This is an optimization exercise on Yosys and OpenROAD, whose aim is small area and a short achievable clock period, not a production implementation.
Only simulation tests tie the RTL to the original design; equivalence was not proved.
Power and IR drop assume default switching activity.

==> flow/flow/my_synth.tcl <==
# The standard synthesis script (synth_recipe.tcl) with two changes to the
# technology mapping of the combinational logic only:
#  - ABC runs Yosys's default liberty script instead of ORFS's abc_*.script;
#  - no full/half adder extraction (ADDER_MAP_FILE unset), so ABC sees all
#    of the logic.
# Registers, flattening and renaming are exactly as in synth_recipe.tcl.
proc synth {args} { yosys synth -nofsm -noshare {*}$args }
proc abc {args} {
  set out {}
  set skip 0
  foreach a $args {
    if {$skip} { set skip 0; continue }
    if {$a eq "-script"} { set skip 1; continue }
    lappend out $a
  }
  puts "abc (default script): $out"
  yosys abc {*}$out
}
if {[info exists ::env(ADDER_MAP_FILE)]} { unset ::env(ADDER_MAP_FILE) }
source $::env(SCRIPTS_DIR)/synth.tcl
# left out here: clear keep_hierarchy, flatten, clean up, hide names made inside functions, write 1_2_yosys.v
==> flow/flow/run.sh <==
#!/bin/bash
# Layout flow: the standard flow (standard.sh) with two changes:
#  - the synthesis step is run by flow/my_synth.tcl instead of
#    synth_recipe.tcl (different ABC mapping of the combinational logic);
#  - the port buffers placed by ORFS's buffer_ports are buf_1 cells (ORFS
#    otherwise picks clkdlybuf4s50_1 delay cells here).
# Each ORFS step keeps its own log under orfs/logs/; make's output goes to
# flow_make.log.
set -euo pipefail
W=$(pwd)
sed -e "s#SYNTH_SCRIPT=[^ ]*#SYNTH_SCRIPT=$W/flow/my_synth.tcl#" \
    -e 's#"${@:-finish}"#BUFFER_PORTS_ARGS="-buffer_cell sky130_fd_sc_hd__buf_1" "${@:-finish}"#' \
    standard.sh > my_standard.sh
grep -q "SYNTH_SCRIPT=$W/flow/my_synth.tcl" my_standard.sh
grep -q "BUFFER_PORTS_ARGS" my_standard.sh
bash my_standard.sh > flow_make.log 2>&1
==> flow/design.v <==
module ss8pack (
    input  wire         clk,
    input  wire         rst,             
    input  wire         in_valid,
    input  wire [1:0]   in_mode,         
    input  wire         in_ftz,          
    input  wire [255:0] in_x,            
    input  wire [127:0] in_draw,         
    output reg          out_valid,
    output reg  [135:0] out_block,       
    output reg  [4:0]   out_flags
);
    reg         r_valid;
    reg [1:0]   r_mode;
    reg         r_ftz;
    reg [255:0] r_x;
    reg [127:0] r_draw;
    always @(posedge clk) begin
        if (rst) r_valid <= 1'b0;
        else     r_valid <= in_valid;
        r_mode <= in_mode;
        r_ftz  <= in_ftz;
        r_x    <= in_x;
        r_draw <= in_draw;
    end
    function gt9(input [8:0] a, input [8:0] b);
        reg [8:0] g, e;
        reg g2, e2, g1, q1, g0;
        begin
            g  = a & ~b;
            e  = ~(a ^ b);
            g2 = g[8] | (e[8] & g[7]) | (e[8] & e[7] & g[6]);
            e2 = e[8] & e[7] & e[6];
            g1 = g[5] | (e[5] & g[4]) | (e[5] & e[4] & g[3]);
            q1 = e[5] & e[4] & e[3];
            g0 = g[2] | (e[2] & g[1]) | (e[2] & e[1] & g[0]);
            gt9 = g2 | (e2 & g1) | (e2 & q1 & g0);
        end
    endfunction
    function [8:0] max2(input [8:0] a, input [8:0] b);
        max2 = gt9(a, b) ? a : b;
    endfunction
    genvar i;
    wire [15:0] sgn, is_inf, is_nan, is_snan, is_zero, nz_fin, flushed, cand;
    wire [143:0] key;
    wire        md0 = !r_mode[0] && !r_mode[1];
    generate
        for (i = 0; i < 16; i = i + 1) begin : dec
            wire [15:0] b   = r_x[16*i +: 16];
            wire [7:0]  ex  = b[14:7];
            wire        exz = (ex == 8'd0);
            wire        exf = (ex == 8'hFF);
            wire        fnz = (b[6:0] != 7'd0);
            assign sgn[i]     = b[15];
            assign flushed[i] = r_ftz && exz && fnz;
            assign is_zero[i] = exz && (!fnz || r_ftz);
            assign is_inf[i]  = exf && !fnz;
            assign is_nan[i]  = exf && fnz;
            assign is_snan[i] = exf && fnz && !b[6];
            assign nz_fin[i]  = !is_zero[i] && !exf;
            assign cand[i]    = !exz && (b[6:0] == 7'h7F) &&
                                (md0 || (r_mode[1] && r_draw[8*i+7]));
            assign key[9*i +: 9] = {ex, cand[i]};
        end
    endgenerate
    wire [71:0] k1;
    wire [35:0] k2;
    wire [17:0] k3;
    generate
        for (i = 0; i < 8; i = i + 1) begin : m1
            assign k1[9*i +: 9] = max2(key[18*i +: 9], key[18*i+9 +: 9]);
        end
        for (i = 0; i < 4; i = i + 1) begin : m2
            assign k2[9*i +: 9] = max2(k1[18*i +: 9], k1[18*i+9 +: 9]);
        end
        for (i = 0; i < 2; i = i + 1) begin : m3
            assign k3[9*i +: 9] = max2(k2[18*i +: 9], k2[18*i+9 +: 9]);
        end
    endgenerate
    wire [8:0] kmax = max2(k3[8:0], k3[17:9]);
    wire [7:0] e0   = kmax[8:1];
    wire any_big    = kmax[0];
    wire e254      = (e0 == 8'd254);
    wire raise     = any_big && !e254;
    wire clamp     = any_big && e254;
    wire nonfinite = |(is_inf | is_nan);
    reg         q_valid;
    reg [1:0]   q_mode;
    reg         q_ftz;
    reg [255:0] q_x;
    reg [127:0] q_draw;
    reg [7:0]   q_e0;
    reg         q_raise;
    reg         q_clamp, q_nonfinite, q_inv, q_flush;
    always @(posedge clk) begin
        if (rst) q_valid <= 1'b0;
        else     q_valid <= r_valid;
        q_mode      <= r_mode;
        q_ftz       <= r_ftz;
        q_x         <= r_x;
        q_draw      <= r_draw;
        q_e0        <= e0;
        q_raise     <= raise;
        q_clamp     <= clamp;
        q_nonfinite <= nonfinite;
        q_inv       <= nonfinite && |(is_snan | nz_fin);
        q_flush     <= |flushed;
    end
    wire [7:0]  q_e1 = q_e0 + {6'd0, q_raise, !q_raise};    
    wire [15:0] q_sgn, q_inf, q_zero, q_nzf, q_flushed, q_cand;
    wire        q_md0 = !q_mode[0] && !q_mode[1];
    generate
        for (i = 0; i < 16; i = i + 1) begin : dec2
            wire [15:0] b   = q_x[16*i +: 16];
            wire [7:0]  ex  = b[14:7];
            wire        exz = (ex == 8'd0);
            wire        exf = (ex == 8'hFF);
            wire        fnz = (b[6:0] != 7'd0);
            assign q_sgn[i]     = b[15];
            assign q_flushed[i] = q_ftz && exz && fnz;
            assign q_zero[i]    = exz && (!fnz || q_ftz);
            assign q_inf[i]     = exf && !fnz;
            assign q_nzf[i]     = !q_zero[i] && !exf;
            assign q_cand[i]    = !exz && (b[6:0] == 7'h7F) &&
                                  (q_md0 || (q_mode[1] && q_draw[8*i+7]));
        end
    endgenerate
    wire [7:0]  sig  [0:15];
    wire [15:0] inx, unf;
    generate
        for (i = 0; i < 16; i = i + 1) begin : rnd
            wire [15:0] b    = q_x[16*i +: 16];
            wire [7:0]  ex   = b[14:7];
            wire        hid  = (ex != 8'd0);
            wire [7:0]  m    = {hid, q_flushed[i] ? 7'd0 : b[6:0]};
            wire [7:0]  effx = {ex[7:1], ex[0] | !hid};
            wire [7:0]  t    = q_e1 - effx;
            wire        far  = (t[7:4] != 4'd0);
            wire [23:0] w    = {m, 16'd0} >> t[3:0];
            wire [7:0]  ip   = far ? 8'd0 : w[23:16];
            wire [7:0]  d    = far ? 8'd0 : w[15:8];
            wire        rest = far ? (m != 8'd0) : (w[7:0] != 8'd0);
            wire [7:0]  r    = q_draw[8*i +: 8];
            wire [8:0]  dr   = {1'b0, d} + {1'b0, r};
            wire        up2  = dr[8];
            wire        up0  = d[7] && ((d[6:0] != 7'd0) || rest || ip[0]);
            wire        upf  = (q_mode[1] ? up2 : (!q_mode[0] && up0)) &&
                               !(q_clamp && q_cand[i] && ex == 8'd254);
            wire        spec = !q_inf[i] && !q_zero[i];
            wire [7:0]  ipn  = q_nonfinite ? {1'b0, {7{!q_zero[i]}}} : ip;
            wire        upn  = q_nonfinite ? spec : upf;
            wire        sgnn = q_nonfinite ? (spec || q_sgn[i]) : q_sgn[i];
            wire [7:0]  x    = ipn ^ {8{sgnn}};
            wire [7:0]  p;
            assign p[0] = upn ^ sgnn;
            genvar k;
            for (k = 1; k < 8; k = k + 1) begin : inc
                assign p[k] = p[k-1] && x[k-1];
            end
            assign sig[i] = x ^ p;
            assign inx[i] = (d != 8'd0) || rest;
            assign unf[i] = q_nzf[i] && (ip == 8'd0) && !upf;
        end
    endgenerate
    wire [135:0] blk;
    wire [4:0]   flg;
    assign blk[7:0] = q_nonfinite ? 8'hFF : q_e0 + {7'd0, q_raise};
    generate
        for (i = 0; i < 16; i = i + 1) begin : asm
            assign blk[8*(i+1) +: 8] = sig[i];
        end
    endgenerate
    assign flg[0] = q_inv;
    assign flg[1] = !q_nonfinite && q_clamp;
    assign flg[2] = !q_nonfinite && |unf;
    assign flg[3] = !q_nonfinite && |inx;
    assign flg[4] = q_flush;
    always @(posedge clk) begin
        if (rst) out_valid <= 1'b0;
        else     out_valid <= q_valid;
        out_block <= blk;
        out_flags <= flg;
    end
endmodule
==> flow/config.mk <==
export PLATFORM = sky130hd
export DESIGN_NAME = ss8pack
export DESIGN_NICKNAME = ss8pack
export VERILOG_FILES = /design/flow/design.v
export SDC_FILE = /design/flow/constraint.sdc
export NUM_CORES = 4
export LEC_CHECK = 0
export CAP_MARGIN = 20
export CORE_MARGIN = 2
export CORE_UTILIZATION = 55
export SLEW_MARGIN = 20
==> flow/constraint.sdc <==
create_clock -name core_clock -period 40.0 [get_ports {clk}]
set_input_delay 8.0000 -clock core_clock [delete_from_list [all_inputs] [get_ports {clk}]]
set_output_delay 8.0000 -clock core_clock [all_outputs]
set_load 0.01 [all_outputs]
==> flow/standard.sh <==
#!/bin/bash
# synth_recipe.tcl (not shown) runs the flow's synth.tcl, then flattens the netlist and writes it again
# the make line also repeats each setting of config.mk as NAME=value (left out here)
make -C /OpenROAD-flow-scripts/flow DESIGN_CONFIG=/design/flow/config.mk WORK_HOME=/design/flow/orfs CLKGATE_MAP_FILE= SYNTH_SCRIPT=/design/flow/synth_recipe.tcl "${@:-finish}"
==> impl_metrics.py, run 1 <==
metrics = {
    "worst_setup_path": {
        "critical_path.top_delay_family": "flip-flops",
        "cp_max_fo": 1,
        "r2r_cells": 30,
        "crit_path_end_kind": "output pin",
        "cp.arrival_ns": 1.15,
        "cp_data_required_time_ns": 32.00,
        "path_cells": "buf_1",
        "crit_buf_inv": 1,
        "r2r-end": "q_clamp",
        "crit_type": "flop to output pin",
        "r2r-start": "r_mode[0]",
        "path_depth": 1,
        "crit_path_max_incr_delay_ns": 0.32,
        "reg2reg_slack_ns": 31.72,
        "setup.worst_path.start_class": "flop",
        "cp_slowest_cell": "dfxtp_1",
    },
    "die": {
        "boundaryPins": 532,
        "die_h_um": 285,
        "start_util_pct": 55.3,
        "core_area_um2": 78600,
        "rows": 103,
        "die-area_um2": 81300,
        "die_w_um": 285,
    },
    "timing": {
        "period_share_pct": 22.9,
        "hold_viol": 0,
        "finalSetupViolations": 0,
        "max_slew_margin_pct": 17.9,
        "rsz0062_at_grt": "false",
        "max_freq_ghz": 0.109,
        "holdWs_ns": 0.316,
        "finClkSkew_ns": 0.0278,
        "finalSetupTns_ns": 0,
        "min_period_ns": 9.15,
        "slew_viol_final": 0,
        "max_slew.worst_pin.slew_ns": 1.22,
    },
    "placed_design": {
        "place_congestion": 0.972,
        "place_area_um2": 46600,
        "dp_hpwl_um": 108000,
        "io_buffers": 531,
    },
    "synth": {
        "synth_top_area_cell": "dfxtp_1",
        "synthFlopType": "dfxtp_1",
        "syn_area_um2": 43500,
        "avgSynthCellArea_um2": 8.60,
        "synth_seq_cells": 931,
        "synth_area_leaders": "dfxtp_1, mux2i_1, xnor2_1",
        "syn-instance-count": 5058,
        "yosysTopAreaCellShare_pct": 42.9,
        "synth_fp_nets": 5448,
        "yosysMostFrequentCell": "dfxtp_1",
        "synth_edf_count": 0,
        "synth_commonest_cells": "dfxtp_1, nor2_1, nand2_1",
        "ys_seq_area_share_pct": 42.9,
        "synth_cell_type_count": 91,
        "synthArstFlopShare_pct": 0,
        "ys_warn_count": 1,
    },
    "clocking": {
        "clock_path_buffers": 3,
        "htreeDepth": 3,
        "cts_setup_buffers": 0,
        "cts_tree": "done",
        "clock_latency_ns": 0.67,
        "clockRootBuffer": "clkbuf_16",
        "cts.sinks": 931,
        "cts_hold_buf": 0,
        "numCtsBuffers": 92,
        "clkTransAtPathRegs_ns": 0.06,
        "cts_resized": 0,
    },
    "routing": {
        "wl_met2_um": 61600,
        "wire_per_inst_um": 20.9,
        "avgViaCountPerCell": 5.90,
        "top_layer": "met5",
        "drtPass1Iterations": 6,
        "drt-initial-drc-count": 3314,
        "vias": 39400,
        "drc": 0,
        "wl_met1_um": 61300,
        "routed_wl_um": 140000,
        "drtAntennaViolNets": 0,
        "met3_length_um": 11200,
    },
    "global_route": {
        "gr-usage-all-layers_pct": 32.9,
        "grt_pass1_wl_um": 209000,
        "antenna_found_initial": 10,
        "grt_start_max_net_pins": 85,
        "grt_pass1_vias": 36000,
        "grt_overflow": 0,
    },
    "outcome": {
        "status": "timing/DRC/antenna clean",
    },
    "layout": {
        "drive_above_1_share_pct": 6.65,
        "nets": 5938,
        "final_core_util_pct": 63.5,
        "fin_area_um2": 49900,
        "fillCellCount": 6983,
        "area_delta_synth_final_pct": 14.8,
    },
    "worst_hold_path": {
        "min_to": "q_draw[117]",
        "hold_path_startpoint": "r_draw[117]",
        "worstHoldPathCells": 0,
        "holdCritPathClass": "flop to flop",
    },
    "pwr": {
        "peakVddDrop_mv": 0.0775,
        "total_power_w": 0.00507,
        "powerDensity_nw_per_um2": 102,
        "p_leak_nw": 18.7,
    },
    "flow_run": {
        "cap_viol_max_count": 0,
    },
}
-- where the power goes --
part / switching [W] / internal [W] / total, W / leakage, nW
Clock: 0.000381 / 0.000525 / 0.000906 / 1.57
Sequential: 0.0000716 / 0.00102 / 0.00110 / 7.85
Combinational: 0.00202 / 0.00105 / 0.00307 / 9.29
-- cell type report --
cell class              instances  area, um^2  area share (%)
diodes                          3        7.51          0.0150
clock buffers                 116        2550            5.12
clock inverters                55         686            1.37
inverters                     120         450           0.902
multi-input cells            3808       23800            47.7
flip-flops and latches        931       18600            37.4
well taps                    1050        1310            2.63
repair buffers                595        2470            4.96
-- per-layer routing --
layer	vias up	global-route usage (%)
met5	-	0
met2	1590	51.4
met4	8	12.6
li1	19200	-
met1	18400	45.2
met3	284	5.70
-- through the flow --
step                cells  worst slack [ns]
global placement     6504             31.56
floorplan            5058             31.67
global route         6678             30.79
CTS                  6675             30.80
finish               6678             30.85
detailed placement   6504             31.54
-- flip-flops by register name (all words and copies together) (netlist names), 5 cells and up --
name and count:
out_flags 5, r_draw 128, q_x 256, r_x 256
q_e0 8, out_block 136, q_draw 128
-- worst reg2reg max path: cells and delay by family (launching register included) --
| kind | cells | cell delay (ns) |
|---|---|---|
| AO/OA/AOI/OAI | 18 | 3.36 |
| multiplexers | 4 | 1.57 |
| buffers and inverters | 1 | 0.31 |
| flip-flops | 1 | 0.45 |
| AND/OR/NAND/NOR | 7 | 2.53 |
-- cells in the final DEF, fill, tap and decap left out, drive strengths merged, types with 38 or more instances in the layout --
master  count
dfxtp     931
maj3       98
mux2i     239
a22oi      38
a31oi      74
xor2      126
o22ai      61
nand4     138
nand2     478
a211oi     81
nand3     117
a21oi     334
o31ai      62
nor3      144
or2        42
buf       595
nor2      513
or4        47
clkbuf    116
nand2b     50
or3        38
inv       128
nor2b      82
o21ai     338
xnor2     255
nor4      131
-- kinds of logic after synthesis --
logic type | Yosys count | synth area share, %
and+or+nand+nor | 1903 | 21.6
buffers and inverters | 319 | 2.92
AOI/OAI and AO/OA | 1155 | 16.2
xor gates and xnor gates | 384 | 7.85
muxes | 268 | 6.28
DFF | 931 | 42.9
adders and majority gates | 98 | 2.29
-- worst max-delay path by stage --
stage                        start              to  slack [ns]
floorplan             out_block[0]    out_block[0]       31.67
global placement     out_block[72]   out_block[72]       31.56
detailed placement  out_block[121]  out_block[121]       31.54
CTS                  out_block[46]   out_block[46]       30.80
global route         out_block[46]   out_block[46]       30.79
finish               out_block[46]   out_block[46]       30.85
==> run 2: changes to the inputs <==
==> flow/flow/abc.script (new file) <==
strash
&get -n
&fraig -x
&put
scorr
dc2
dretime
strash
dc2
&get -n
&syn2
&dc2
&syn2
&dc2
&dch -f
&nf
&put
buffer
upsize
dnsize
stime -p
==> flow/flow/my_synth.tcl (replaced) <==
# The standard synthesis script (synth_recipe.tcl) with two changes to the
# technology mapping of the combinational logic only:
#  - ABC runs flow/abc.script (Yosys's default liberty script with extra
#    AIG rewriting before mapping) instead of ORFS's abc_*.script;
#  - no full/half adder extraction (ADDER_MAP_FILE unset), so ABC sees all
#    of the logic.
# Registers, flattening and renaming are exactly as in synth_recipe.tcl.
proc synth {args} { yosys synth -nofsm -noshare {*}$args }
set ::my_abc_file [file join [file dirname [file normalize [info script]]] abc.script]
proc abc {args} {
  set out {}
  set skip 0
  foreach a $args {
    if {$skip} { set skip 0; continue }
    if {$a eq "-script"} { set skip 1; continue }
    lappend out $a
  }
  set out [linsert $out 0 -script $::my_abc_file]
  puts "abc: $out"
  yosys abc {*}$out
}
if {[info exists ::env(ADDER_MAP_FILE)]} { unset ::env(ADDER_MAP_FILE) }
source $::env(SCRIPTS_DIR)/synth.tcl
# left out here: clear keep_hierarchy, flatten, clean up, hide names made inside functions, write 1_2_yosys.v
==> run 2 against run 1 <==
  * Clock skew rose by 0.0067 ns
  * Final area shrank 0.80%
  * Combinational power down 13%
  * Wire length rose by 6.1%
  * Critical path type unchanged
  * Largest cell class unchanged
  * Highest routed layer unchanged
==> impl_metrics.py, run 2 <==
metrics = {
    "outcome": {
        "status": "timing/DRC/antenna clean",
    },
    "clocking": {
        "clock_latency_ns": 0.67,
        "numCtsBuffers": 91,
        "clock_path_buffers": 3,
        "htreeDepth": 3,
        "clkTransAtPathRegs_ns": 0.06,
        "clockRootBuffer": "clkbuf_16",
        "cts.sinks": 931,
        "cts_resized": 0,
        "cts_tree": "done",
        "cts_setup_buffers": 0,
        "cts_hold_buf": 0,
    },
    "layout": {
        "nets": 5991,
        "final_common_cell": "dfxtp_1",
        "final_core_util_pct": 63.9,
        "final_cell_mix": "dfxtp_1, nor2_1, buf_1",
        "drive_above_1_share_pct": 5.38,
        "seq_area_um2": 18600,
        "area_delta_synth_final_pct": 14.9,
        "multiInputGateArea_um2": 23500,
        "top_regs": "q_x: 256 flops, r_x: 256 flops, out_block: 136 flops",
        "fillCellCount": 6903,
    },
    "timing": {
        "rsz0062_at_grt": "false",
        "holdWs_ns": 0.321,
        "finalSetupTns_ns": 0,
        "period_share_pct": 22.9,
        "finClkSkew_ns": 0.0344,
        "max_freq_ghz": 0.109,
        "slew_viol_final": 0,
        "min_period_ns": 9.17,
        "max_slew_margin_pct": 23.0,
        "max_slew.worst_pin.slew_ns": 1.14,
        "finalSetupViolations": 0,
        "hold_viol": 0,
    },
    "synth": {
        "synth_area_leaders": "dfxtp_1, xnor2_1, nor2_1",
        "synthArstFlopShare_pct": 0,
        "synth_fp_nets": 5461,
        "synthFlopType": "dfxtp_1",
        "yosysMostFrequentCell": "dfxtp_1",
        "synth_top_area_cell": "dfxtp_1",
        "ys_warn_count": 1,
        "synth_edf_count": 0,
        "synth_cell_type_count": 101,
        "syn-instance-count": 5071,
        "synth_seq_cells": 931,
        "ys_seq_area_share_pct": 43.2,
        "avgSynthCellArea_um2": 8.50,
        "yosysTopAreaCellShare_pct": 43.2,
        "synth_commonest_cells": "dfxtp_1, nor2_1, nand2_1",
        "syn_area_um2": 43100,
    },
    "worst_setup_path": {
        "critical_path.top_delay_family": "flip-flops",
        "cp.arrival_ns": 1.17,
        "cp_slowest_cell": "dfxtp_1",
        "cp_data_required_time_ns": 32.00,
        "cp_max_fo": 1,
        "crit_buf_inv": 1,
        "crit_type": "flop to output pin",
        "crit_path_max_incr_delay_ns": 0.34,
        "crit_path_end_kind": "output pin",
        "path_cells": "buf_1",
        "setup.worst_path.start_class": "flop",
    },
    "pwr": {
        "seqPwrFrac_pct": 23.4,
        "peakVddDrop_mv": 0.0632,
        "clkPwrFrac_pct": 19.4,
        "switching_share_pct": 47.6,
        "powerDensity_nw_per_um2": 93.9,
        "p_leak_nw": 18.7,
        "p_sw_w": 0.00221,
        "p_comb_share_pct": 57.2,
        "p_int_w": 0.00243,
    },
    "routing": {
        "drt-initial-drc-count": 3929,
        "met3_length_um": 13500,
        "wl_met2_um": 65400,
        "top_layer": "met5",
        "wire_per_inst_um": 22.1,
        "drtPass1Iterations": 9,
        "wl_met1_um": 59600,
        "vias": 41300,
        "drc": 0,
        "drtAntennaViolNets": 0,
        "routed_wl_um": 148000,
        "avgViaCountPerCell": 6.14,
    },
    "placed_design": {
        "dp_hpwl_um": 114000,
        "io_buffers": 531,
        "place_congestion": 1.00,
    },
    "global_route": {
        "grt_pass1_vias": 38200,
        "grt_start_max_net_pins": 33,
        "antenna_found_initial": 11,
        "grt_pass1_wl_um": 222000,
        "grt_overflow": 0,
        "gr-usage-all-layers_pct": 35.3,
    },
    "die": {
        "die_w_um": 284,
        "die-area_um2": 80600,
        "core_area_um2": 77500,
        "start_util_pct": 55.6,
        "rows": 102,
        "boundaryPins": 532,
        "die_h_um": 284,
    },
    "worst_hold_path": {
        "holdCritPathClass": "flop to flop",
    },
    "flow_run": {
        "cap_viol_max_count": 0,
    },
}
## run 2: cell types whose count changed in the layout (fill, tap and decap cells not counted), moves of 30 or more
| cell | before | now |
|---|---|---|
| a211oi_1 | 78 | 31 |
| mux2i_1 | 239 | 190 |
| nor2_1 | 510 | 544 |
| nand3_1 | 117 | 158 |
| o22ai_1 | 61 | 91 |
| maj3_1 | 85 | 50 |
| nand2_1 | 477 | 520 |
## run 2: layout make-up
| type | instances | share of cell area, % |
|---|---|---|
| sequential | 931 | 37.7 |
| antenna | 7 | 0.0354 |
| tap | 1040 | 2.63 |
| multi-input combinational | 3851 | 47.4 |
| clock buffer | 122 | 5.24 |
| inverter | 146 | 1.11 |
| clock inverter | 43 | 1.20 |
| timing repair buffer | 580 | 4.76 |
## run 2: per-stage QoR
stage | instances | total power [W] | instance area, um^2 | setup slack (ns)
2_1_floorplan | 5071 | 0.00299 | 43100 | 31.67
3_3_place_gp | 6546 | 0.00369 | 46300 | 31.57
3_5_place_dp | 6546 | 0.00367 | 46300 | 31.54
4_1_cts | 6711 | 0.00458 | 49500 | 30.82
5_1_grt | 6720 | 0.00493 | 49500 | 30.80
6_report | 6720 | 0.00465 | 49500 | 30.83
## run 2: cell families (layout without fill, tap and decap cells)
| group | after synthesis | in the layout | share of synthesized area [%] |
|---|---|---|---|
| flip-flops | 931 | 931 | 43.2 |
| other | 0 | 7 | 0 |
| buffers and inverters | 289 | 891 | 2.66 |
| multiplexers | 217 | 217 | 5.12 |
| AND/OR/NAND/NOR | 1956 | 1956 | 21.9 |
| AO/OA/AOI/OAI | 1281 | 1281 | 18.8 |
| adder cells (fa/ha/maj) | 53 | 53 | 1.24 |
| XOR/XNOR | 344 | 344 | 6.99 |
## run 2: power by group through the flow
stage          clock [W]  combinational [W]  sequential, W
3_5_place_dp           0            0.00256        0.00111
4_1_cts         0.000910            0.00258        0.00109
2_1_floorplan          0            0.00189        0.00110
6_report        0.000900            0.00266        0.00109
3_3_place_gp           0            0.00259        0.00110
5_1_grt         0.000944            0.00289        0.00110
## run 2: final timing paths
check / start / endpoint / slack, ns / cells after the start
worst min-delay path: r_draw[38] / q_draw[38] / 0.32 / 0
worst max-delay path: out_block[64] / out_block[64] / 30.83 / 1
worst min register to register: r_draw[38] / q_draw[38] / 0.32 / 0
worst max register to register: r_mode[1] / q_raise / 31.41 / 30
## run 2: metal layers
metal | vias up | track usage [%]
met5 | - | 0
met4 | 4 | 20.6
met3 | 450 | 6.70
li1 | 19500 | -
met2 | 2009 | 55.6
met1 | 19300 | 45.1
==> run 3: changes to the inputs <==
--- a/flow/config.mk
+++ b/flow/config.mk
@@ -8,4 +8,6 @@
 export CAP_MARGIN = 20
 export CORE_MARGIN = 2
 export CORE_UTILIZATION = 55
+export CTS_CLUSTER_DIAMETER = 60
+export CTS_CLUSTER_SIZE = 30
 export SLEW_MARGIN = 20
==> run 3 against run 2 <==
  * Still clean
  * Via count fell by 1.1%
  * Sequential power hardly changed
  * Setup slack lost 0.018 ns
  * Maximum frequency decreased by 0.20%
  * Register-to-register slack lost 0.06 ns
  * Largest cell class unchanged
  * Highest routed layer unchanged
==> impl_metrics.py, run 3 <==
metrics = {
    "outcome": {
        "status": "timing/DRC/antenna clean",
    },
    "worst_setup_path": {
        "crit_type": "flop to output pin",
        "path_depth": 1,
        "r2r_cells": 30,
        "setup.worst_path.start_class": "flop",
        "cp_slowest_cell": "dfxtp_1",
        "cp_data_required_time_ns": 32.00,
        "crit_path_max_incr_delay_ns": 0.35,
        "cp.arrival_ns": 1.19,
        "crit_buf_inv": 1,
        "cp_max_fo": 1,
        "critical_path.top_delay_family": "flip-flops",
        "crit_path_end_kind": "output pin",
        "path_cells": "buf_1",
    },
    "clocking": {
        "cts_tree": "done",
        "cts.sinks": 931,
        "clock_latency_ns": 0.68,
        "clockRootBuffer": "clkbuf_16",
        "numCtsBuffers": 59,
        "clock_path_buffers": 3,
        "cts_resized": 0,
        "htreeDepth": 2,
        "clkTransAtPathRegs_ns": 0.10,
        "cts_setup_buffers": 0,
        "cts_hold_buf": 0,
    },
    "die": {
        "die_h_um": 284,
        "start_util_pct": 55.6,
        "die_w_um": 284,
        "die-area_um2": 80600,
        "core_area_um2": 77500,
        "rows": 102,
        "boundaryPins": 532,
    },
    "pwr": {
        "powerDensity_nw_per_um2": 91.6,
        "peakVddDrop_mv": 0.0567,
        "p_leak_nw": 18.3,
        "total_power_w": 0.00446,
    },
    "synth": {
        "synthFlopType": "dfxtp_1",
        "synth_cell_type_count": 101,
        "synth_area_leaders": "dfxtp_1, xnor2_1, nor2_1",
        "ys_seq_area_share_pct": 43.2,
        "syn-instance-count": 5071,
        "synth_seq_cells": 931,
        "synth_top_area_cell": "dfxtp_1",
        "ys_warn_count": 1,
        "yosysTopAreaCellShare_pct": 43.2,
        "synth_edf_count": 0,
        "yosysMostFrequentCell": "dfxtp_1",
        "synth_fp_nets": 5461,
        "synth_commonest_cells": "dfxtp_1, nor2_1, nand2_1",
        "syn_area_um2": 43100,
        "synthArstFlopShare_pct": 0,
        "avgSynthCellArea_um2": 8.50,
    },
    "global_route": {
        "gr-usage-all-layers_pct": 34.8,
        "grt_start_max_net_pins": 33,
        "antenna_found_initial": 12,
        "grt_pass1_vias": 37700,
        "grt_pass1_wl_um": 219000,
        "grt_overflow": 0,
    },
    "layout": {
        "final_core_util_pct": 62.8,
        "drive_above_1_share_pct": 4.53,
        "top_regs": "q_x: 256 flops, r_x: 256 flops, out_block: 136 flops",
        "nets": 5957,
        "final_cell_mix": "dfxtp_1, nor2_1, buf_1",
        "area_delta_synth_final_pct": 12.9,
        "final_common_cell": "dfxtp_1",
        "fillCellCount": 7001,
    },
    "routing": {
        "vias": 40800,
        "wire_per_inst_um": 22.1,
        "drt-initial-drc-count": 4102,
        "avgViaCountPerCell": 6.13,
        "drtPass1Iterations": 8,
        "routed_wl_um": 147000,
        "drtAntennaViolNets": 0,
        "drc": 0,
    },
    "timing": {
        "finalSetupViolations": 0,
        "max_slew.worst_pin.slew_ns": 1.13,
        "period_share_pct": 23.0,
        "finClkSkew_ns": 0.0426,
        "finalSetupTns_ns": 0,
        "slew_viol_final": 0,
        "max_freq_ghz": 0.109,
        "rsz0062_at_grt": "false",
        "min_period_ns": 9.19,
        "max_slew_margin_pct": 24.0,
        "hold_viol": 0,
    },
    "placed_design": {
        "dp_hpwl_um": 114000,
        "place_congestion": 1.00,
        "io_buffers": 531,
    },
    "worst_hold_path": {
        "holdCritPathClass": "flop to flop",
        "worstHoldPathCells": 0,
    },
    "flow_run": {
        "cap_viol_max_count": 0,
    },
}
-- run 3: cell counts after synthesis --
No cell type changed its count.
-- run 3: per-layer routing --
layer	vias up	wire length [um]	global-route usage [%]
met5	-	41	0
met4	6	9060	18.9
met3	395	13400	6.29
met2	1918	65200	55.7
met1	19100	59300	44.6
li1	19400	-	-
-- run 3: final cells by class --
class | instances | area (um^2) | share of cell area [%]
Clock inverter | 44 | 821 | 1.69
Sequential cell | 931 | 18600 | 38.3
Clock buffer | 63 | 1530 | 3.15
Inverter | 146 | 548 | 1.13
Multi-Input combinational cell | 3851 | 23500 | 48.2
Tap cell | 1040 | 1300 | 2.67
Timing Repair Buffer | 578 | 2350 | 4.82
Antenna cell | 5 | 12.5 | 0.0257
-- run 3: kinds of logic after synthesis --
group                    count (synthesis)  share of synthesized area [%]
XOR/XNOR                               344                           6.99
multiplexers                           217                           5.12
adder cells (fa/ha/maj)                 53                           1.24
AO/OA/AOI/OAI                         1281                           18.8
AND/OR/NAND/NOR                       1956                           21.9
buffers and inverters                  289                           2.66
flip-flops                             931                           43.2
-- run 3: power by group --
part / internal (W) / total, W / switching (W)
Clock: 0.000321 / 0.000717 / 0.000396
Combinational: 0.000884 / 0.00266 / 0.00177
Sequential: 0.00102 / 0.00109 / 0.0000691
Total: 0.00222 / 0.00446 / 0.00224
-- run 3: metrics by stage --
step,hold WS (ns),instances,setup WS [ns],area [um^2]
after floorplan,0.310,5071,31.67,43100
after CTS,0.327,6653,30.79,48600
final,0.324,6658,30.81,48700
after global placement,0.310,6546,31.57,46300
after global routing,0.329,6658,30.78,48700
after detailed placement,0.312,6546,31.54,46300
-- run 3: worst paths after layout --
| kind | from | to | slack (ns) |
|---|---|---|---|
| max | out_block[64] | out_block[64] | 30.81 |
| min | r_draw[48] | q_draw[48] | 0.32 |
| max reg2reg | r_mode[1] | q_raise | 31.35 |
| min reg2reg | r_draw[48] | q_draw[48] | 0.32 |
==> run 4: changes to the inputs <==
--- a/flow/design.v
+++ b/flow/design.v
@@ -138,6 +138,9 @@
             wire        far  = (t[7:4] != 4'd0);
             wire [23:0] w    = {m, 16'd0} >> t[3:0];
             wire [7:0]  ip   = far ? 8'd0 : w[23:16];
+            wire        off  = far || q_nonfinite;
+            wire [7:0]  ipn  = ({8{!off}} & w[23:16]) |
+                               {1'b0, {7{q_nonfinite && !q_zero[i]}}};
             wire [7:0]  d    = far ? 8'd0 : w[15:8];
             wire        rest = far ? (m != 8'd0) : (w[7:0] != 8'd0);
             wire [7:0]  r    = q_draw[8*i +: 8];
@@ -147,7 +150,6 @@
             wire        upf  = (q_mode[1] ? up2 : (!q_mode[0] && up0)) &&
                                !(q_clamp && q_cand[i] && ex == 8'd254);
             wire        spec = !q_inf[i] && !q_zero[i];
-            wire [7:0]  ipn  = q_nonfinite ? {1'b0, {7{!q_zero[i]}}} : ip;
             wire        upn  = q_nonfinite ? spec : upf;
             wire        sgnn = q_nonfinite ? (spec || q_sgn[i]) : q_sgn[i];
             wire [7:0]  x    = ipn ^ {8{sgnn}};
==> run 4 against run 3 <==
  * Critical path depth is the same
  * Register-to-register slack gained 0.07 ns
  * Combinational power is essentially flat
  * Synthesized area shrank 1.3%
  * Worst hold slack gained 0.0015 ns
  * Critical endpoint is now out_block[124]
  * Largest cell class unchanged
==> impl_metrics.py, run 4 <==
metrics = {
    "timing": {
        "max_freq_ghz": 0.109,
        "max_slew_margin_pct": 19.6,
        "min_period_ns": 9.16,
        "rsz0062_at_grt": "false",
        "finClkSkew_ns": 0.0437,
        "hold_viol": 0,
        "slew_viol_final": 0,
        "finalSetupTns_ns": 0,
        "finalSetupViolations": 0,
        "holdWs_ns": 0.325,
        "period_share_pct": 22.9,
        "max_slew.worst_pin.slew_ns": 1.20,
    },
    "layout": {
        "final_common_cell": "dfxtp_1",
        "area_delta_synth_final_pct": 13.8,
        "final_cell_mix": "dfxtp_1, buf_1, nand2_1",
        "finalNonFillerCells": 6526,
        "drive_above_1_share_pct": 4.88,
        "nets": 5829,
        "top_regs": "q_x: 256 flops, r_x: 256 flops, out_block: 136 flops",
        "fin_area_um2": 48400,
    },
    "clocking": {
        "numCtsBuffers": 66,
        "cts.sinks": 931,
        "clockRootBuffer": "clkbuf_16",
        "cts_setup_buffers": 0,
        "clock_path_buffers": 3,
        "cts_resized": 0,
        "cts_tree": "done",
        "cts_hold_buf": 0,
        "clock_latency_ns": 0.66,
        "clkTransAtPathRegs_ns": 0.10,
        "htreeDepth": 3,
    },
    "placed_design": {
        "place_congestion": 0.997,
        "dp_hpwl_um": 111000,
        "placed_cells": 6399,
        "place_area_um2": 45600,
        "io_buffers": 531,
    },
    "pwr": {
        "total_power_w": 0.00455,
        "powerDensity_nw_per_um2": 94.0,
        "peakVddDrop_mv": 0.0648,
        "p_leak_nw": 18.2,
    },
    "die": {
        "boundaryPins": 532,
        "die-area_um2": 79600,
        "core_area_um2": 76200,
        "die_h_um": 282,
        "start_util_pct": 55.8,
        "die_w_um": 282,
        "rows": 101,
    },
    "routing": {
        "wire_per_inst_um": 21.9,
        "drt-initial-drc-count": 3979,
        "drc": 0,
        "vias": 39900,
        "routed_wl_um": 143000,
        "drtPass1Iterations": 8,
        "drtAntennaViolNets": 0,
        "avgViaCountPerCell": 6.11,
    },
    "worst_setup_path": {
        "cp_max_fo": 1,
        "path_depth": 1,
        "crit_path_end_kind": "output pin",
        "endpoint": "out_block[124]",
        "crit_start": "out_block[124]",
        "cp_data_required_time_ns": 32.00,
        "r2r-end": "q_raise",
        "cp_slowest_cell": "dfxtp_1",
        "crit_path_max_incr_delay_ns": 0.35,
        "crit_buf_inv": 1,
        "critical_path.top_delay_family": "flip-flops",
        "cp.arrival_ns": 1.16,
        "setup.worst_path.start_class": "flop",
        "r2r_cells": 31,
        "crit_type": "flop to output pin",
        "r2r-start": "r_mode[1]",
        "reg2reg_slack_ns": 31.42,
        "path_cells": "buf_1",
    },
    "global_route": {
        "grt_overflow": 0,
        "grt_pass1_vias": 36300,
        "gr-usage-all-layers_pct": 34.2,
        "grt_pass1_wl_um": 209000,
        "antenna_found_initial": 7,
        "grt_start_max_net_pins": 44,
    },
    "synth": {
        "synth_seq_cells": 931,
        "synth_commonest_cells": "dfxtp_1, nand2_1, nor2_1",
        "synth_fp_nets": 5325,
        "avgSynthCellArea_um2": 8.62,
        "ys_seq_area_share_pct": 43.8,
        "synthFlopType": "dfxtp_1",
        "yosysMostFrequentCell": "dfxtp_1",
        "yosysTopAreaCellShare_pct": 43.8,
        "synth_top_area_cell": "dfxtp_1",
        "syn_area_um2": 42500,
        "synth_edf_count": 0,
        "synth_cell_type_count": 97,
        "ys_warn_count": 1,
        "synthArstFlopShare_pct": 0,
        "synth_area_leaders": "dfxtp_1, mux2i_1, xnor2_1",
        "syn-instance-count": 4935,
    },
    "flow_run": {
        "cap_viol_max_count": 0,
    },
    "outcome": {
        "status": "timing/DRC/antenna clean",
    },
    "worst_hold_path": {
        "holdCritPathClass": "flop to flop",
    },
}
## run 4: cell type report
type | instances | area [um^2]
inverters | 149 | 559
diodes | 5 | 12.5
clock buffers | 71 | 1730
multi-input cells | 3719 | 22900
well taps | 1030 | 1290
clock inverters | 49 | 936
fillers | 6720 | 27800
repair buffers | 572 | 2300
flip-flops and latches | 931 | 18600
## run 4: report_power, final
group,switching (W),internal (W),leakage [nW]
logic,0.00178,0.000887,9.06
clock network,0.000420,0.000370,1.25
registers,0.0000689,0.00102,7.85
total,0.00227,0.00228,18.2
## run 4: cells by family after synthesis
family                     after synthesis  synth area share [%]
xor gates and xnor gates               343                  7.11
AOI/OAI and AO/OA                     1191                  17.5
adders and majority gates               57                  1.34
DFF                                    931                  43.8
and+or+nand+nor                       1874                  21.5
buffers and inverters                  285                  2.64
muxes                                  254                  6.06
## run 4: stage by stage
| step | setup slack (ns) | utilization, % |
|---|---|---|
| 2_1_floorplan | 31.67 | - |
| 3_3_place_gp | 31.56 | 59.9 |
| 3_5_place_dp | 31.44 | 59.9 |
| 4_1_cts | 30.80 | 63.4 |
| 5_1_grt | 30.79 | 63.5 |
| 6_report | 30.84 | 63.5 |
## run 4: worst min-delay path by stage
stage / end / cells after the start / slack (ns) / from
after CTS: q_draw[40] / 0 / 0.33 / r_draw[40]
final: q_draw[40] / 0 / 0.33 / r_draw[40]
after detailed placement: q_draw[123] / 0 / 0.31 / r_draw[123]
after global routing: q_draw[40] / 0 / 0.33 / r_draw[40]
after global placement: q_draw[97] / 0 / 0.31 / r_draw[97]
after floorplan: out_flags[0] / 0 / 0.31 / q_inv
## run 4: layer usage
metal | up-vias | GRT usage, % | part of all wire, %
met5 | - | 0 | 0.0077
li1 | 18900 | - | -
met2 | 2019 | 54.9 | 45
met4 | 2 | 17.7 | 5.4
met3 | 364 | 5.47 | 9.0
met1 | 18600 | 44.6 | 41
==> run 5: changes to the inputs <==
--- a/flow/config.mk
+++ b/flow/config.mk
@@ -7,7 +7,7 @@
 export LEC_CHECK = 0
 export CAP_MARGIN = 20
 export CORE_MARGIN = 2
-export CORE_UTILIZATION = 55
-export CTS_CLUSTER_DIAMETER = 60
-export CTS_CLUSTER_SIZE = 30
+export CORE_UTILIZATION = 70
+export CTS_CLUSTER_DIAMETER = 50
+export CTS_CLUSTER_SIZE = 36
 export SLEW_MARGIN = 20
==> run 5 against run 4 <==
  * Still clean on timing, DRC and antenna
  * Setup slack got worse by 0.056 ns
  * Clock-buffer cell count grew 4
  * Cell count down 3.7%
  * Clock skew up 0.0013 ns
  * Global-route usage up 12 points
  * Worst hold slack got worse by 0.0085 ns
  * Sequential share of layout area barely moved
  * Critical path type unchanged
  * Largest power group unchanged
==> impl_metrics.py, run 5 <==
metrics = {
    "clocking": {
        "clkTransAtPathRegs_ns": 0.11,
        "htreeDepth": 3,
        "cts_resized": 0,
        "clock_path_buffers": 3,
        "numCtsBuffers": 73,
        "cts_tree": "done",
        "clockRootBuffer": "clkbuf_16",
        "cts_setup_buffers": 0,
        "cts_hold_buf": 0,
        "clock_latency_ns": 0.67,
        "cts.sinks": 931,
    },
    "synth": {
        "synth_simple_gate_area_share_pct": 21.5,
        "yosysTopAreaCellShare_pct": 43.8,
        "syn-instance-count": 4935,
        "ys_seq_area_share_pct": 43.8,
        "synth_seq_cells": 931,
        "ys_warn_count": 1,
        "synth_top_family_by_area": "simple AND/OR/NAND/NOR gates",
        "avgSynthCellArea_um2": 8.62,
        "synthArstFlopShare_pct": 0,
        "yosysMostFrequentCell": "dfxtp_1",
        "syn_area_um2": 42500,
        "synth-compound-area-share_pct": 17.5,
        "synthAdderAreaFrac_pct": 1.34,
        "synth_edf_count": 0,
        "synth_top_area_cell": "dfxtp_1",
        "synth_fp_nets": 5325,
        "synth_cell_type_count": 97,
        "synth_xor_area_share_pct": 7.11,
        "synth_area_leaders": "dfxtp_1, mux2i_1, xnor2_1",
        "synth_commonest_cells": "dfxtp_1, nand2_1, nor2_1",
        "muxShareOfSynthArea_pct": 6.06,
        "synthFlopType": "dfxtp_1",
    },
    "global_route": {
        "gr-usage-all-layers_pct": 46.0,
        "grt_pass1_wl_um": 226000,
        "antenna_found_initial": 9,
        "grt_overflow": 0,
        "grt_pass1_vias": 40700,
        "grt_start_max_net_pins": 44,
    },
    "die": {
        "boundaryPins": 532,
        "rows": 90,
        "die_w_um": 250,
        "core_area_um2": 60200,
        "die-area_um2": 62700,
        "die_h_um": 250,
        "start_util_pct": 70.6,
    },
    "worst_setup_path": {
        "crit_path_max_incr_delay_ns": 0.37,
        "cp_data_required_time_ns": 32.00,
        "setup.worst_path.start_class": "flop",
        "critical_path.top_delay_family": "flip-flops",
        "cp.arrival_ns": 1.22,
        "cp_slowest_cell": "dfxtp_1",
        "crit_buf_inv": 1,
        "path_cells": "buf_1",
        "crit_path_end_kind": "output pin",
        "cp_max_fo": 1,
        "crit_type": "flop to output pin",
    },
    "timing": {
        "rsz0062_at_grt": "false",
        "max_slew_margin_pct": 16.6,
        "slew_viol_final": 0,
        "period_share_pct": 23.1,
        "min_period_ns": 9.22,
        "finalSetupViolations": 0,
        "finClkSkew_ns": 0.0450,
        "max_freq_ghz": 0.108,
        "finalSetupTns_ns": 0,
        "max_slew.worst_pin.slew_ns": 1.25,
        "hold_viol": 0,
        "holdWs_ns": 0.317,
    },
    "pwr": {
        "p_comb_share_pct": 58.6,
        "total_power_w": 0.00467,
        "p_leak_nw": 18.3,
        "peakVddDrop_mv": 0.0746,
        "p_int_w": 0.00231,
        "clkPwrFrac_pct": 18.0,
        "switching_share_pct": 50.6,
        "powerDensity_nw_per_um2": 96.7,
        "seqPwrFrac_pct": 23.4,
        "p_sw_w": 0.00236,
    },
    "routing": {
        "drc": 0,
        "wire_per_inst_um": 24.0,
        "avgViaCountPerCell": 6.80,
        "drt-initial-drc-count": 5402,
        "routed_wl_um": 151000,
        "drtAntennaViolNets": 0,
        "drtPass1Iterations": 11,
        "vias": 42800,
    },
    "layout": {
        "final_common_cell": "dfxtp_1",
        "seq_area_um2": 18600,
        "final_core_util_pct": 80.2,
        "area_delta_synth_final_pct": 13.7,
        "fillCellCount": 3876,
        "top_regs": "q_x: 256 flops, r_x: 256 flops, out_block: 136 flops",
        "multiInputGateArea_um2": 22900,
        "drive_above_1_share_pct": 5.11,
        "nets": 5830,
        "final_cell_mix": "dfxtp_1, buf_1, nand2_1",
    },
    "placed_design": {
        "place_congestion": 1.05,
        "dp_hpwl_um": 110000,
        "io_buffers": 531,
    },
    "worst_hold_path": {
        "holdCritPathClass": "flop to flop",
    },
    "flow_run": {
        "cap_viol_max_count": 0,
    },
    "outcome": {
        "status": "timing/DRC/antenna clean",
    },
}
-- run 5: cell counts after synthesis --
Identical to the previous run, type by type.
-- run 5: cells by family (layout without fill, tap and decap cells) --
| family | Yosys count | count (layout) |
|---|---|---|
| muxes | 254 | 254 |
| adders and majority gates | 57 | 57 |
| and+or+nand+nor | 1874 | 1874 |
| DFF | 931 | 931 |
| buffers and inverters | 285 | 850 |
| AOI/OAI and AO/OA | 1191 | 1191 |
| other | 0 | 3 |
| xor gates and xnor gates | 343 | 343 |
-- run 5: worst register-to-register path, delay by kind of cell, from the launching register on --
family          cells  cell delay, ns
compound gates     21            4.65
flops               1            0.44
mux                 3            1.19
simple gates        6            2.10
-- run 5: area by class of cell --
cell class                      count  share of cell area (%)
Tap cell                          782                    2.02
Inverter                          149                    1.16
Clock buffer                       75                    3.86
Multi-Input combinational cell   3719                    47.4
Sequential cell                   931                    38.6
Antenna cell                        3                  0.0155
Timing Repair Buffer              566                    4.67
Clock inverter                     60                    2.29
-- run 5: per-stage QoR --
stage          setup WS [ns]  std cells  area, um^2
2_1_floorplan          31.67       4935       42500
3_3_place_gp           31.49       6147       45300
3_5_place_dp           31.50       6147       45300
4_1_cts                30.77       6282       48300
5_1_grt                30.76       6282       48300
6_report               30.78       6285       48300
-- run 5: final timing paths --
kind,cells past startpoint,slack (ns),to,from
worst min register to register,0,0.32,q_x[15],r_x[15]
worst min-delay path,0,0.32,q_x[15],r_x[15]
worst max register to register,30,31.49,q_raise,r_x[126]
worst max-delay path,1,30.78,out_block[133],out_block[133]
-- run 5: power groups by stage --
stage               logic (W)  clock network, W  registers [W]
finish                0.00274          0.000843        0.00109
global route          0.00293          0.000877        0.00110
global placement      0.00253                 0        0.00110
CTS                   0.00261          0.000842        0.00109
floorplan             0.00189                 0        0.00110
detailed placement    0.00256                 0        0.00111
-- run 5: per-layer routing --
metal / vias up / part of all wire [%] / GRT usage, %
li1: 18900 / - / -
met1: 19700 / 35 / 54.6
met2: 3265 / 44 / 73.0
met3: 914 / 12 / 11.1
met4: 10 / 8.7 / 33.7
met5: - / 0.050 / 0

[port drivers added, routing unchanged]
The flow's constraints put no driver on any port. The routed layouts listed below were extracted and timed again, unchanged, in two steps. Step 1: set_driving_cell puts a clkbuf_16 on clk and a buf_2 on each other input, an assumption about the parent block. Step 2 also shifts input and output timing later by t, the mid clock arrival at the registers, as if the neighbouring blocks saw the same clock. Three values: ideal, step 1, step 2; two values: the first two.
run	shift t [ns]	setup WS [ns]	worst hold slack (ns)	worst setup path after step 2	worst data-port slew with drivers (ns)
run 1	0.730	30.847 / 30.774 / 31.505	0.316 / 0.316 / 0.316	register to output	0.10
run 2	0.726	30.830 / 30.760 / 31.414	0.321 / 0.321 / 0.321	register to register	0.10
run 3	0.730	30.811 / 30.742 / 31.346	0.324 / 0.324 / 0.324	register to register	0.11
run 4	0.714	30.835 / 30.765 / 31.418	0.325 / 0.325 / 0.325	register to register	0.09
run 5	0.718	30.780 / 30.710 / 31.428	0.317 / 0.317 / 0.317	register to output	0.07
After both steps setup and hold are still met in every run listed.
